From an optimization exercise on the open Yosys and OpenROAD flow, aimed at small area, a short achievable clock period and few clock cycles per item; shortcuts taken in it are not production practice. In this exercise RTL edits were held to simulation tests only and were not proved equivalent to the original. The flow treats the clock pin as an ideal source, which a real chip does not have.

==> 07-17 <==
// flit_rx_check
module flit_rx_check (
  input  wire        clk,
  input  wire        rst,
  input  wire        in_valid,
  output wire        in_ready,
  input  wire [63:0] in_data,
  output wire        out_valid,
  input  wire        out_ready,
  output wire [63:0] out_data,
  output wire        out_last,
  output wire        out_fec_fail,
  output wire        out_crc_fail
);
  localparam integer L = 37;
  localparam [63:0] CRC_RES = 64'hF9DCA2FF393C2D0A;
  function automatic [3:0] gf16_mul(input [3:0] a, input [3:0] b);
    reg [3:0] p, x;
    integer i;
    begin
      p = 4'h0;
      x = a;
      for (i = 0; i < 4; i = i + 1) begin
        if (b[i]) p = p ^ x;
        x = {x[2:0], 1'b0} ^ (x[3] ? 4'h3 : 4'h0);
      end
      gf16_mul = p;
    end
  endfunction
  function automatic [3:0] gf16_inv(input [3:0] a);
    case (a)
      4'd0: gf16_inv = 4'd0;
      4'd1: gf16_inv = 4'd1;
      4'd2: gf16_inv = 4'd9;
      4'd3: gf16_inv = 4'd14;
      4'd4: gf16_inv = 4'd13;
      4'd5: gf16_inv = 4'd11;
      4'd6: gf16_inv = 4'd7;
      4'd7: gf16_inv = 4'd6;
      4'd8: gf16_inv = 4'd15;
      4'd9: gf16_inv = 4'd2;
      4'd10: gf16_inv = 4'd12;
      4'd11: gf16_inv = 4'd5;
      4'd12: gf16_inv = 4'd10;
      4'd13: gf16_inv = 4'd4;
      4'd14: gf16_inv = 4'd3;
      4'd15: gf16_inv = 4'd8;
      default: gf16_inv = 4'd0;
    endcase
  endfunction
  function automatic [7:0] tmul(input [7:0] a, input [7:0] b);
    reg [3:0] hh, ll, mm;
    begin
      hh = gf16_mul(a[7:4], b[7:4]);
      ll = gf16_mul(a[3:0], b[3:0]);
      mm = gf16_mul(a[7:4] ^ a[3:0], b[7:4] ^ b[3:0]);
      tmul = {mm ^ ll, ll ^ gf16_mul(hh, 4'd9)};
    end
  endfunction
  function automatic [7:0] tsq(input [7:0] a);
    reg [3:0] h, l;
    begin
      h = gf16_mul(a[7:4], a[7:4]);
      l = gf16_mul(a[3:0], a[3:0]);
      tsq = {h, l ^ gf16_mul(h, 4'd9)};
    end
  endfunction
  function automatic [7:0] lm_pt(input [7:0] x);
    begin
      lm_pt[0] = x[0] ^ x[1] ^ x[3];
      lm_pt[1] = x[1] ^ x[5];
      lm_pt[2] = x[1] ^ x[3] ^ x[4] ^ x[7];
      lm_pt[3] = x[1] ^ x[2] ^ x[5];
      lm_pt[4] = x[4] ^ x[7];
  ...
export LEC_CHECK = 0
export CAP_MARGIN = 20
export CORE_MARGIN = 2
export CORE_UTILIZATION = 55
export SLEW_MARGIN = 20
create_clock -name core_clock -period 30.0 [get_ports {clk}]
standard.sh (not shown) runs the stock make flow with config.mk's settings and CLKGATE_MAP_FILE= SYNTH_SCRIPT=/design/flow/synth_recipe.tcl, a recipe that flattens the netlist after the stock synthesis.
==> flow/flow/run.sh <==
#!/bin/bash
# Layout flow: the standard layout (standard.sh: its synthesis, floorplan,
# power grid, placement, CTS and routing), with changes only to how the
# layout is optimised:
#  - timing repair aims at a 7.35 ns clock period (setup margin 22.65 ns on the
#    30 ns constraint), so gates on the long paths are sized and buffered;
#  - the port buffers are buf_4 cells instead of the delay buffer the flow
#    picks by default;
#  - clock tree: sinks clustered in groups of up to 30 within 90 um, and no
#    dummy loads.
# The constraints (constraint.sdc) are not changed. make's output goes to
# make_finish.log; each ORFS step logs to orfs/logs/.
set -euo pipefail
bash standard.sh SETUP_SLACK_MARGIN=22.65 \
  "BUFFER_PORTS_ARGS=-buffer_cell sky130_fd_sc_hd__buf_4" \
  "CTS_ARGS=-sink_clustering_enable -repair_clock_nets -sink_clustering_size 30 -sink_clustering_max_diameter 90 -dont_use_dummy_load" \
  finish > make_finish.log 2>&1
==> inputs of 07-23, as changes to 07-17 <==
--- a/flow/design.v
+++ b/flow/design.v
@@ -50,81 +50,81 @@
   function automatic [7:0] tmul(input [7:0] a, input [7:0] b);
     reg [3:0] hh, ll, mm;
     begin
       hh = gf16_mul(a[7:4], b[7:4]);
       ll = gf16_mul(a[3:0], b[3:0]);
       mm = gf16_mul(a[7:4] ^ a[3:0], b[7:4] ^ b[3:0]);
-      tmul = {mm ^ ll, ll ^ gf16_mul(hh, 4'd9)};
+      tmul = {mm ^ ll, ll ^ gf16_mul(hh, 4'd8)};
     end
   endfunction
   function automatic [7:0] tsq(input [7:0] a);
     reg [3:0] h, l;
     begin
       h = gf16_mul(a[7:4], a[7:4]);
       l = gf16_mul(a[3:0], a[3:0]);
-      tsq = {h, l ^ gf16_mul(h, 4'd9)};
+      tsq = {h, l ^ gf16_mul(h, 4'd8)};
     end
   endfunction
   function automatic [7:0] lm_pt(input [7:0] x);
     begin
-      lm_pt[0] = x[0] ^ x[1] ^ x[3];
-      lm_pt[1] = x[1] ^ x[5];
-      lm_pt[2] = x[1] ^ x[3] ^ x[4] ^ x[7];
-      lm_pt[3] = x[1] ^ x[2] ^ x[5];
+      lm_pt[0] = x[0] ^ x[1] ^ x[2] ^ x[3] ^ x[6];
+      lm_pt[1] = x[1] ^ x[2] ^ x[4] ^ x[6] ^ x[7];
+      lm_pt[2] = x[4] ^ x[5];
+      lm_pt[3] = x[3] ^ x[4] ^ x[6];
       lm_pt[4] = x[4] ^ x[7];
       lm_pt[5] = x[1] ^ x[3] ^ x[4];
       lm_pt[6] = x[2] ^ x[5] ^ x[6];
       lm_pt[7] = x[5];
     end
   endfunction
   function automatic [7:0] lm_a84(input [7:0] x);
     begin
-      lm_a84[0] = x[0] ^ x[1] ^ x[3] ^ x[4] ^ x[6];
-      lm_a84[1] = x[0] ^ x[1] ^ x[2] ^ x[6] ^ x[7];
-      lm_a84[2] = x[1] ^ x[2] ^ x[3] ^ x[4] ^ x[5];
-      lm_a84[3] = x[3] ^ x[4] ^ x[6];
-      lm_a84[4] = x[0] ^ x[2] ^ x[4] ^ x[5] ^ x[6] ^ x[7];
-      lm_a84[5] = x[0] ^ x[1] ^ x[3] ^ x[4] ^ x[7];
+      lm_a84[0] = x[0] ^ x[1] ^ x[3] ^ x[5] ^ x[7];
+      lm_a84[1] = x[0] ^ x[1] ^ x[2] ^ x[5] ^ x[6] ^ x[7];
+      lm_a84[2] = x[1] ^ x[2] ^ x[3] ^ x[4] ^ x[5] ^ x[7];
+      lm_a84[3] = x[3] ^ x[4] ^ x[5];
+      lm_a84[4] = x[0] ^ x[2] ^ x[7];
+      lm_a84[5] = x[0] ^ x[1] ^ x[3] ^ x[5] ^ x[6];
       lm_a84[6] = x[5] ^ x[6];
-      lm_a84[7] = x[0] ^ x[1] ^ x[4] ^ x[6] ^ x[7];
+      lm_a84[7] = x[0] ^ x[1] ^ x[6];
     end
   endfunction
   function automatic [7:0] lm_b84(input [7:0] x);
     begin
-      lm_b84[0] = x[0] ^ x[3] ^ x[4];
-      lm_b84[1] = x[0] ^ x[1] ^ x[2] ^ x[3] ^ x[4] ^ x[5] ^ x[6];
-      lm_b84[2] = x[0] ^ x[1] ^ x[3] ^ x[6] ^ x[7];
-      lm_b84[3] = x[0] ^ x[7];
-      lm_b84[4] = x[0] ^ x[1] ^ x[2] ^ x[3] ^ x[5] ^ x[6];
-      lm_b84[5] = x[0] ^ x[1] ^ x[2] ^ x[6];
-      lm_b84[6] = x[0] ^ x[1] ^ x[2] ^ x[3] ^ x[5] ^ x[7];
+      lm_b84[0] = x[0] ^ x[3] ^ x[4] ^ x[5] ^ x[7];
+      lm_b84[1] = x[0] ^ x[1] ^ x[2] ^ x[3] ^ x[4] ^ x[5];
+      lm_b84[2] = x[0] ^ x[1] ^ x[3] ^ x[4] ^ x[5];
+      lm_b84[3] = x[0] ^ x[6];
+      lm_b84[4] = x[0] ^ x[1] ^ x[2] ^ x[3] ^ x[5];
+      lm_b84[5] = x[0] ^ x[1] ^ x[2] ^ x[5] ^ x[6];
+      lm_b84[6] = x[0] ^ x[1] ^ x[2] ^ x[3] ^ x[5] ^ x[6] ^ x[7];
       lm_b84[7] = x[5] ^ x[6] ^ x[7];
     end
   endfunction
   function automatic [7:0] lm_g84(input [7:0] x);
     begin
-      lm_g84[0] = x[0] ^ x[1] ^ x[2] ^ x[5] ^ x[6] ^ x[7];
-      lm_g84[1] = x[0] ^ x[1] ^ x[3] ^ x[4] ^ x[6] ^ x[7];
-      lm_g84[2] = x[1] ^ x[3] ^ x[5] ^ x[6] ^ x[7];
-      lm_g84[3] = x[0] ^ x[2] ^ x[3] ^ x[4] ^ x[5] ^ x[6];
+      lm_g84[0] = x[0] ^ x[1] ^ x[2] ^ x[6] ^ x[7];
+      lm_g84[1] = x[0] ^ x[1] ^ x[3] ^ x[5];
+      lm_g84[2] = x[1] ^ x[3] ^ x[4] ^ x[6] ^ x[7];
+      lm_g84[3] = x[0] ^ x[2] ^ x[3] ^ x[5] ^ x[6];
       lm_g84[4] = x[5] ^ x[6] ^ x[7];
-      lm_g84[5] = x[0] ^ x[3] ^ x[4];
-      lm_g84[6] = x[0] ^ x[1] ^ x[2] ^ x[3] ^ x[4] ^ x[5] ^ x[6];
-      lm_g84[7] = x[1] ^ x[4] ^ x[6] ^ x[7];
+      lm_g84[5] = x[0] ^ x[3] ^ x[4] ^ x[5] ^ x[7];
+      lm_g84[6] = x[0] ^ x[1] ^ x[2] ^ x[3] ^ x[4] ^ x[5];
+      lm_g84[7] = x[1] ^ x[7];
     end
   endfunction
   function automatic [7:0] lm_tp(input [7:0] x);
     begin
-      lm_tp[0] = x[0] ^ x[2] ^ x[4];
-      lm_tp[1] = x[1] ^ x[7];
-      lm_tp[2] = x[1] ^ x[3];
-      lm_tp[3] = x[1] ^ x[2] ^ x[4] ^ x[7];
-      lm_tp[4] = x[2] ^ x[4] ^ x[5];
+      lm_tp[0] = x[0] ^ x[2] ^ x[5] ^ x[6];
+      lm_tp[1] = x[1] ^ x[4] ^ x[6] ^ x[7];
+      lm_tp[2] = x[1] ^ x[3] ^ x[4] ^ x[5];
+      lm_tp[3] = x[1] ^ x[2] ^ x[4] ^ x[5] ^ x[6];
+      lm_tp[4] = x[2] ^ x[7];
       lm_tp[5] = x[7];
-      lm_tp[6] = x[1] ^ x[3] ^ x[6] ^ x[7];
-      lm_tp[7] = x[2] ^ x[5];
+      lm_tp[6] = x[1] ^ x[3] ^ x[4] ^ x[5] ^ x[6] ^ x[7];
+      lm_tp[7] = x[2] ^ x[4] ^ x[7];
     end
   endfunction
   function automatic [7:0] lm_m1(input [7:0] x);
     begin
       lm_m1[0] = x[1];
       lm_m1[1] = x[0] ^ x[2];
@@ -444,13 +444,13 @@
     else if (!b_hold)
       b_v <= sa_v;
   end
   wire       b_two = (b_det != 8'h00);
   wire       b_one = !b_zero && !b_two;
   wire       b_c0  = (b_c == 2'd0);
-  wire [3:0] b_n   = gf16_mul(gf16_mul(b_num1[7:4], b_num1[7:4]), 4'd9) ^
+  wire [3:0] b_n   = gf16_mul(gf16_mul(b_num1[7:4], b_num1[7:4]), 4'd8) ^
                      gf16_mul(b_num1[7:4], b_num1[3:0]) ^ gf16_mul(b_num1[3:0], b_num1[3:0]);
   wire [3:0] b_ni  = gf16_inv(b_n);
   wire [7:0] b_dc  = tmul(b_det, {b_num1[7:4], b_num1[3:0] ^ b_num1[7:4]});
   wire [7:0] b_r   = {gf16_mul(b_dc[7:4], b_ni), gf16_mul(b_dc[3:0], b_ni)};
   wire [7:0] b_e   = tmul(b_s0, b_r);
   wire [7:0] b_f   = tmul(b_s1, b_r) ^ b_s0;
==> inputs of 10-14, as changes to 07-17 <==
--- a/flow/design.v
+++ b/flow/design.v
@@ -9,13 +9,13 @@
   output wire [63:0] out_data,
   output wire        out_last,
   output wire        out_fec_fail,
   output wire        out_crc_fail
 );
   localparam integer L = 37;
-  localparam [63:0] CRC_RES = 64'hF9DCA2FF393C2D0A;
+  localparam [63:0] CRC_CHK = 64'h2D062787539E5AD0;
   function automatic [3:0] gf16_mul(input [3:0] a, input [3:0] b);
     reg [3:0] p, x;
     integer i;
     begin
       p = 4'h0;
       x = a;
@@ -50,81 +50,81 @@
   function automatic [7:0] tmul(input [7:0] a, input [7:0] b);
     reg [3:0] hh, ll, mm;
     begin
       hh = gf16_mul(a[7:4], b[7:4]);
       ll = gf16_mul(a[3:0], b[3:0]);
       mm = gf16_mul(a[7:4] ^ a[3:0], b[7:4] ^ b[3:0]);
-      tmul = {mm ^ ll, ll ^ gf16_mul(hh, 4'd9)};
+      tmul = {mm ^ ll, ll ^ gf16_mul(hh, 4'd8)};
     end
   endfunction
   function automatic [7:0] tsq(input [7:0] a);
     reg [3:0] h, l;
     begin
       h = gf16_mul(a[7:4], a[7:4]);
       l = gf16_mul(a[3:0], a[3:0]);
-      tsq = {h, l ^ gf16_mul(h, 4'd9)};
+      tsq = {h, l ^ gf16_mul(h, 4'd8)};
     end
   endfunction
   function automatic [7:0] lm_pt(input [7:0] x);
     begin
-      lm_pt[0] = x[0] ^ x[1] ^ x[3];
-      lm_pt[1] = x[1] ^ x[5];
-      lm_pt[2] = x[1] ^ x[3] ^ x[4] ^ x[7];
-      lm_pt[3] = x[1] ^ x[2] ^ x[5];
+      lm_pt[0] = x[0] ^ x[1] ^ x[2] ^ x[3] ^ x[6];
+      lm_pt[1] = x[1] ^ x[2] ^ x[4] ^ x[6] ^ x[7];
+      lm_pt[2] = x[4] ^ x[5];
+      lm_pt[3] = x[3] ^ x[4] ^ x[6];
       lm_pt[4] = x[4] ^ x[7];
       lm_pt[5] = x[1] ^ x[3] ^ x[4];
       lm_pt[6] = x[2] ^ x[5] ^ x[6];
       lm_pt[7] = x[5];
     end
   endfunction
   function automatic [7:0] lm_a84(input [7:0] x);
     begin
-      lm_a84[0] = x[0] ^ x[1] ^ x[3] ^ x[4] ^ x[6];
-      lm_a84[1] = x[0] ^ x[1] ^ x[2] ^ x[6] ^ x[7];
-      lm_a84[2] = x[1] ^ x[2] ^ x[3] ^ x[4] ^ x[5];
-      lm_a84[3] = x[3] ^ x[4] ^ x[6];
-      lm_a84[4] = x[0] ^ x[2] ^ x[4] ^ x[5] ^ x[6] ^ x[7];
-      lm_a84[5] = x[0] ^ x[1] ^ x[3] ^ x[4] ^ x[7];
+      lm_a84[0] = x[0] ^ x[1] ^ x[3] ^ x[5] ^ x[7];
+      lm_a84[1] = x[0] ^ x[1] ^ x[2] ^ x[5] ^ x[6] ^ x[7];
+      lm_a84[2] = x[1] ^ x[2] ^ x[3] ^ x[4] ^ x[5] ^ x[7];
+      lm_a84[3] = x[3] ^ x[4] ^ x[5];
+      lm_a84[4] = x[0] ^ x[2] ^ x[7];
+      lm_a84[5] = x[0] ^ x[1] ^ x[3] ^ x[5] ^ x[6];
       lm_a84[6] = x[5] ^ x[6];
-      lm_a84[7] = x[0] ^ x[1] ^ x[4] ^ x[6] ^ x[7];
+      lm_a84[7] = x[0] ^ x[1] ^ x[6];
     end
   endfunction
   function automatic [7:0] lm_b84(input [7:0] x);
     begin
-      lm_b84[0] = x[0] ^ x[3] ^ x[4];
-      lm_b84[1] = x[0] ^ x[1] ^ x[2] ^ x[3] ^ x[4] ^ x[5] ^ x[6];
-      lm_b84[2] = x[0] ^ x[1] ^ x[3] ^ x[6] ^ x[7];
-      lm_b84[3] = x[0] ^ x[7];
-      lm_b84[4] = x[0] ^ x[1] ^ x[2] ^ x[3] ^ x[5] ^ x[6];
-      lm_b84[5] = x[0] ^ x[1] ^ x[2] ^ x[6];
-      lm_b84[6] = x[0] ^ x[1] ^ x[2] ^ x[3] ^ x[5] ^ x[7];
+      lm_b84[0] = x[0] ^ x[3] ^ x[4] ^ x[5] ^ x[7];
+      lm_b84[1] = x[0] ^ x[1] ^ x[2] ^ x[3] ^ x[4] ^ x[5];
+      lm_b84[2] = x[0] ^ x[1] ^ x[3] ^ x[4] ^ x[5];
+      lm_b84[3] = x[0] ^ x[6];
+      lm_b84[4] = x[0] ^ x[1] ^ x[2] ^ x[3] ^ x[5];
+      lm_b84[5] = x[0] ^ x[1] ^ x[2] ^ x[5] ^ x[6];
+      lm_b84[6] = x[0] ^ x[1] ^ x[2] ^ x[3] ^ x[5] ^ x[6] ^ x[7];
       lm_b84[7] = x[5] ^ x[6] ^ x[7];
     end
   endfunction
   function automatic [7:0] lm_g84(input [7:0] x);
     begin
-      lm_g84[0] = x[0] ^ x[1] ^ x[2] ^ x[5] ^ x[6] ^ x[7];
-      lm_g84[1] = x[0] ^ x[1] ^ x[3] ^ x[4] ^ x[6] ^ x[7];
-      lm_g84[2] = x[1] ^ x[3] ^ x[5] ^ x[6] ^ x[7];
-      lm_g84[3] = x[0] ^ x[2] ^ x[3] ^ x[4] ^ x[5] ^ x[6];
+      lm_g84[0] = x[0] ^ x[1] ^ x[2] ^ x[6] ^ x[7];
+      lm_g84[1] = x[0] ^ x[1] ^ x[3] ^ x[5];
+      lm_g84[2] = x[1] ^ x[3] ^ x[4] ^ x[6] ^ x[7];
+      lm_g84[3] = x[0] ^ x[2] ^ x[3] ^ x[5] ^ x[6];
       lm_g84[4] = x[5] ^ x[6] ^ x[7];
-      lm_g84[5] = x[0] ^ x[3] ^ x[4];
-      lm_g84[6] = x[0] ^ x[1] ^ x[2] ^ x[3] ^ x[4] ^ x[5] ^ x[6];
-      lm_g84[7] = x[1] ^ x[4] ^ x[6] ^ x[7];
+      lm_g84[5] = x[0] ^ x[3] ^ x[4] ^ x[5] ^ x[7];
+      lm_g84[6] = x[0] ^ x[1] ^ x[2] ^ x[3] ^ x[4] ^ x[5];
+      lm_g84[7] = x[1] ^ x[7];
     end
   endfunction
   function automatic [7:0] lm_tp(input [7:0] x);
     begin
-      lm_tp[0] = x[0] ^ x[2] ^ x[4];
-      lm_tp[1] = x[1] ^ x[7];
-      lm_tp[2] = x[1] ^ x[3];
-      lm_tp[3] = x[1] ^ x[2] ^ x[4] ^ x[7];
-      lm_tp[4] = x[2] ^ x[4] ^ x[5];
+      lm_tp[0] = x[0] ^ x[2] ^ x[5] ^ x[6];
+      lm_tp[1] = x[1] ^ x[4] ^ x[6] ^ x[7];
+      lm_tp[2] = x[1] ^ x[3] ^ x[4] ^ x[5];
+      lm_tp[3] = x[1] ^ x[2] ^ x[4] ^ x[5] ^ x[6];
+      lm_tp[4] = x[2] ^ x[7];
       lm_tp[5] = x[7];
-      lm_tp[6] = x[1] ^ x[3] ^ x[6] ^ x[7];
-      lm_tp[7] = x[2] ^ x[5];
+      lm_tp[6] = x[1] ^ x[3] ^ x[4] ^ x[5] ^ x[6] ^ x[7];
+      lm_tp[7] = x[2] ^ x[4] ^ x[7];
     end
   endfunction
   function automatic [7:0] lm_m1(input [7:0] x);
     begin
       lm_m1[0] = x[1];
       lm_m1[1] = x[0] ^ x[2];
@@ -166,14 +166,14 @@
   reg  [5:0]  occ;        
   reg  [4:0]  wbeat;      
   reg  [4:0]  rbeat;      
   reg         in_rdy_q;
   reg         rd_ok;      
   reg         wr_q;       
-  reg         w_first_q, w_last_q;  
-  reg         r_first, r_30, r_last;  
+  reg  [4:0]  wr_beat_q;  
+  reg         r_first, r_last;  
   reg  [63:0] out_q;
   reg         ov_q, olast_q, ofec_q, ocrc_q;
   reg         chien_ok;   
   wire        chien_ok_n;
   assign in_ready     = in_rdy_q;
   assign out_valid    = ov_q;
@@ -205,39 +205,36 @@
       wdist    <= 6'd0;
       rdist    <= 6'd36;
       occ      <= 6'd0;
       wbeat    <= 5'd0;
       rbeat    <= 5'd0;
       r_first  <= 1'b1;
-      r_30     <= 1'b0;
       r_last   <= 1'b0;
       in_rdy_q <= 1'b1;
       rd_ok    <= 1'b0;
       wr_q     <= 1'b0;
     end else begin
       wdist    <= wdist_n;
       rdist    <= rdist_n;
       occ      <= occ_n;
       if (wr) wbeat <= wbeat + 5'd1;
       if (rd) begin
         rbeat   <= rbeat + 5'd1;
         r_first <= (rbeat == 5'd31);
-        r_30    <= (rbeat == 5'd29);
         r_last  <= (rbeat == 5'd30);
       end
       in_rdy_q <= (wr || wdist == 6'd1) && nf_n;
       rd_ok    <= (rd || rdist == 6'd1) && nz_n && chien_ok_n;
       wr_q     <= wr;
     end
-    w_first_q <= (wbeat == 5'd0);
-    w_last_q  <= (wbeat == 5'd31);
+    wr_beat_q <= wbeat;
   end
   reg  [31:0] syn [0:2];
   wire [63:0] wb = ring[L-1];
-  wire        sfirst = w_first_q;
-  wire        sdone  = wr_q && w_last_q;
+  wire        sfirst = (wr_beat_q == 5'd0);
+  wire        sdone  = wr_q && (wr_beat_q == 5'd31);
   wire [31:0] sg0 = sfirst ? 32'd0 : syn[0];
   wire [31:0] sg1 = sfirst ? 32'd0 : syn[1];
   wire [31:0] sg2 = sfirst ? 32'd0 : syn[2];
   wire [31:0] su0, su1, su2;    
   wire sx160 = wb[31] ^ wb[54];
   wire sx161 = wb[39] ^ wb[62];
@@ -444,13 +441,13 @@
     else if (!b_hold)
       b_v <= sa_v;
   end
   wire       b_two = (b_det != 8'h00);
   wire       b_one = !b_zero && !b_two;
   wire       b_c0  = (b_c == 2'd0);
-  wire [3:0] b_n   = gf16_mul(gf16_mul(b_num1[7:4], b_num1[7:4]), 4'd9) ^
+  wire [3:0] b_n   = gf16_mul(gf16_mul(b_num1[7:4], b_num1[7:4]), 4'd8) ^
                      gf16_mul(b_num1[7:4], b_num1[3:0]) ^ gf16_mul(b_num1[3:0], b_num1[3:0]);
   wire [3:0] b_ni  = gf16_inv(b_n);
   wire [7:0] b_dc  = tmul(b_det, {b_num1[7:4], b_num1[3:0] ^ b_num1[7:4]});
   wire [7:0] b_r   = {gf16_mul(b_dc[7:4], b_ni), gf16_mul(b_dc[3:0], b_ni)};
   wire [7:0] b_e   = tmul(b_s0, b_r);
   wire [7:0] b_f   = tmul(b_s1, b_r) ^ b_s0;
@@ -794,33 +791,44 @@
         chs[0] <= chu[2];
         chs[1] <= chu[0];
         chs[2] <= chu[1];
       end
     end
   end
+  reg        o_new;       
+  reg        o_first;     
+  reg        o_crc;       
   reg [63:0] crc;         
   always @(posedge clk) begin
-    if (rst)
-      ov_q <= 1'b0;
-    else if (rd)
-      ov_q <= 1'b1;
-    else if (out_ready)
-      ov_q <= 1'b0;
+    if (rst) begin
+      ov_q  <= 1'b0;
+      o_new <= 1'b0;
+    end else begin
+      if (rd)
+        ov_q <= 1'b1;
+      else if (out_ready)
+        ov_q <= 1'b0;
+      o_new <= rd;
+    end
     if (rst) begin
       out_q   <= 64'd0;
       olast_q <= 1'b0;
       ofec_q  <= 1'b0;
       ocrc_q  <= 1'b0;
     end else if (rd) begin
       out_q   <= cb;
       olast_q <= r_last;
       ofec_q  <= !(&okc);
-      ocrc_q  <= (crc != CRC_RES);
+      ocrc_q  <= ((crc ^ {out_q[63:32], 32'd0}) != CRC_CHK);
+    end
+    if (rd) begin
+      o_first <= r_first;
+      o_crc   <= (rbeat < 5'd30);
     end
   end
-  wire [63:0] cu = (crc | {64{r_first}}) ^ {cb[63:32], cb[31:0] & {32{!r_30}}};
+  wire [63:0] cu = (crc | {64{o_first}}) ^ out_q;
   wire [63:0] cn;
   wire kx64 = cu[0] ^ cu[63];
   wire kx65 = cu[24] ^ cu[4];
   wire kx66 = cu[10] ^ cu[17];
   wire kx67 = cu[11] ^ cu[16];
   wire kx68 = cu[19] ^ cu[54];
@@ -1135,8 +1143,8 @@
   assign cn[59] = cu[10] ^ cu[5] ^ kx135 ^ kx144 ^ kx147 ^ kx187 ^ kx215 ^ kx291 ^ kx296;
   assign cn[60] = cu[26] ^ kx69 ^ kx131 ^ kx145 ^ kx151 ^ kx185 ^ kx274 ^ kx285 ^ kx317;
   assign cn[61] = cu[33] ^ cu[60] ^ kx91 ^ kx120 ^ kx208 ^ kx211 ^ kx220 ^ kx245 ^ kx315;
   assign cn[62] = cu[17] ^ cu[23] ^ kx87 ^ kx165 ^ kx218 ^ kx221 ^ kx275 ^ kx285 ^ kx297;
   assign cn[63] = cu[20] ^ cu[37] ^ kx105 ^ kx166 ^ kx194 ^ kx280 ^ kx289 ^ kx309;
   always @(posedge clk)
-    if (rd && !r_last) crc <= cn;
+    if (o_new && o_crc) crc <= cn;
 endmodule
==> flow/flow/run.sh (replaced) <==
#!/bin/bash
# Layout flow: the standard layout (standard.sh: its synthesis, floorplan,
# power grid, placement, CTS and routing), with changes only to how the
# layout is optimised:
#  - timing repair aims at a 7.5 ns clock period (setup margin 22.5 ns on the
#    30 ns constraint), so gates on the long paths are sized and buffered;
#  - the port buffers are buf_4 cells instead of the delay buffer the flow
#    picks by default;
#  - clock tree: sinks clustered in groups of up to 30 within 90 um, and no
#    dummy loads.
# The constraints (constraint.sdc) are not changed. make's output goes to
# make_finish.log; each ORFS step logs to orfs/logs/.
set -euo pipefail
bash standard.sh SETUP_SLACK_MARGIN=22.5 \
  "BUFFER_PORTS_ARGS=-buffer_cell sky130_fd_sc_hd__buf_4" \
  "CTS_ARGS=-sink_clustering_enable -repair_clock_nets -sink_clustering_size 30 -sink_clustering_max_diameter 90 -dont_use_dummy_load" \
  finish > make_finish.log 2>&1
Settings changed: CORE_UTILIZATION 55 to 50.
==> results by group <==
Critical path
  • Worst setup endpoint: out_data[63]
  • Critical Path AT: 1360 ps

CTS
  • Worst skew pair latency: 820 ps

Outcome
  • Run status: no timing/DRC/antenna violations

Cells and area
  • Inverters excl. clock: 58
  • Multi-input logic area: 29800 um^2

Synth
  • Synth Cell Area: 93400 um^2

Route
  • 1st-iter DRT viols: 4387
[end of results for 07-17]
==> results by group <==
Route
  • Wire length per cell: 24.0 um

Outcome
  • Run status: no timing/DRC/antenna violations

Critical path
  • Worst setup endpoint: out_data[63]
  • Critical Path AT: 1320 ps

CTS
  • Worst skew pair latency: 840 ps

Synth
  • Synth Cell Area: 94000 um^2
  • Syn Nets: 7537

Cells and area
  • Inverters excl. clock: 81
[end of results for 07-23]
==> results by group <==
Outcome
  • Run status: no timing/DRC/antenna violations

Synth
  • Synth Cell Area: 93600 um^2

Critical path
  • Critical Path AT: 1450 ps

Route
  • 1st-iter DRT viols: 4051
[end of results for 10-14]
Testbench counts of 07-17, summed over its fixed seeds: cycles 16,680, flits 512.
Testbench counts of 07-23, summed over its fixed seeds: cycles 16,680, flits 512.
Testbench counts of 10-14, summed over its fixed seeds: cycles 16,680, flits 512.

-- separate check: timing with driven ports --
How much do the figures lean on ideal ports? The routed layouts below were timed once more, with nothing changed but the port constraints.
Step 1 sets driving cells, clkbuf_16 on the clock port and buf_2 on the other inputs (assumed; they add their load-dependent delay and slew).
Step 2 moves the port delays by t, midway between the first and last clock arrival at a register: inputs arrive t later, outputs are due t later. That takes back most of the time a late clock gives input paths.
Slacks: no drivers / after step 1 / after step 2; pairs: no drivers / after step 1.
| run | t (ns) | slack for setup (ns) | worst hold slack (ns) | latest minus earliest clock arrival (ns) |
|---|---|---|---|---|
| 07-17 | 0.853 | 22.644 / 22.566 / 21.925 | 0.258 / 0.258 / 0.258 | 0.154 / 0.154 |
| 07-23 | 0.844 | 22.684 / 22.595 / 21.956 | 0.250 / 0.250 / 0.250 | 0.168 / 0.168 |
| 10-14 | 0.860 | 22.546 / 22.456 / 21.801 | 0.296 / 0.296 / 0.296 | 0.121 / 0.121 |
After both steps every run listed still meets setup and hold. The setup slack of 10-14, which loses most, moves by -0.090 ns with the drivers and by -0.745 ns with both steps.
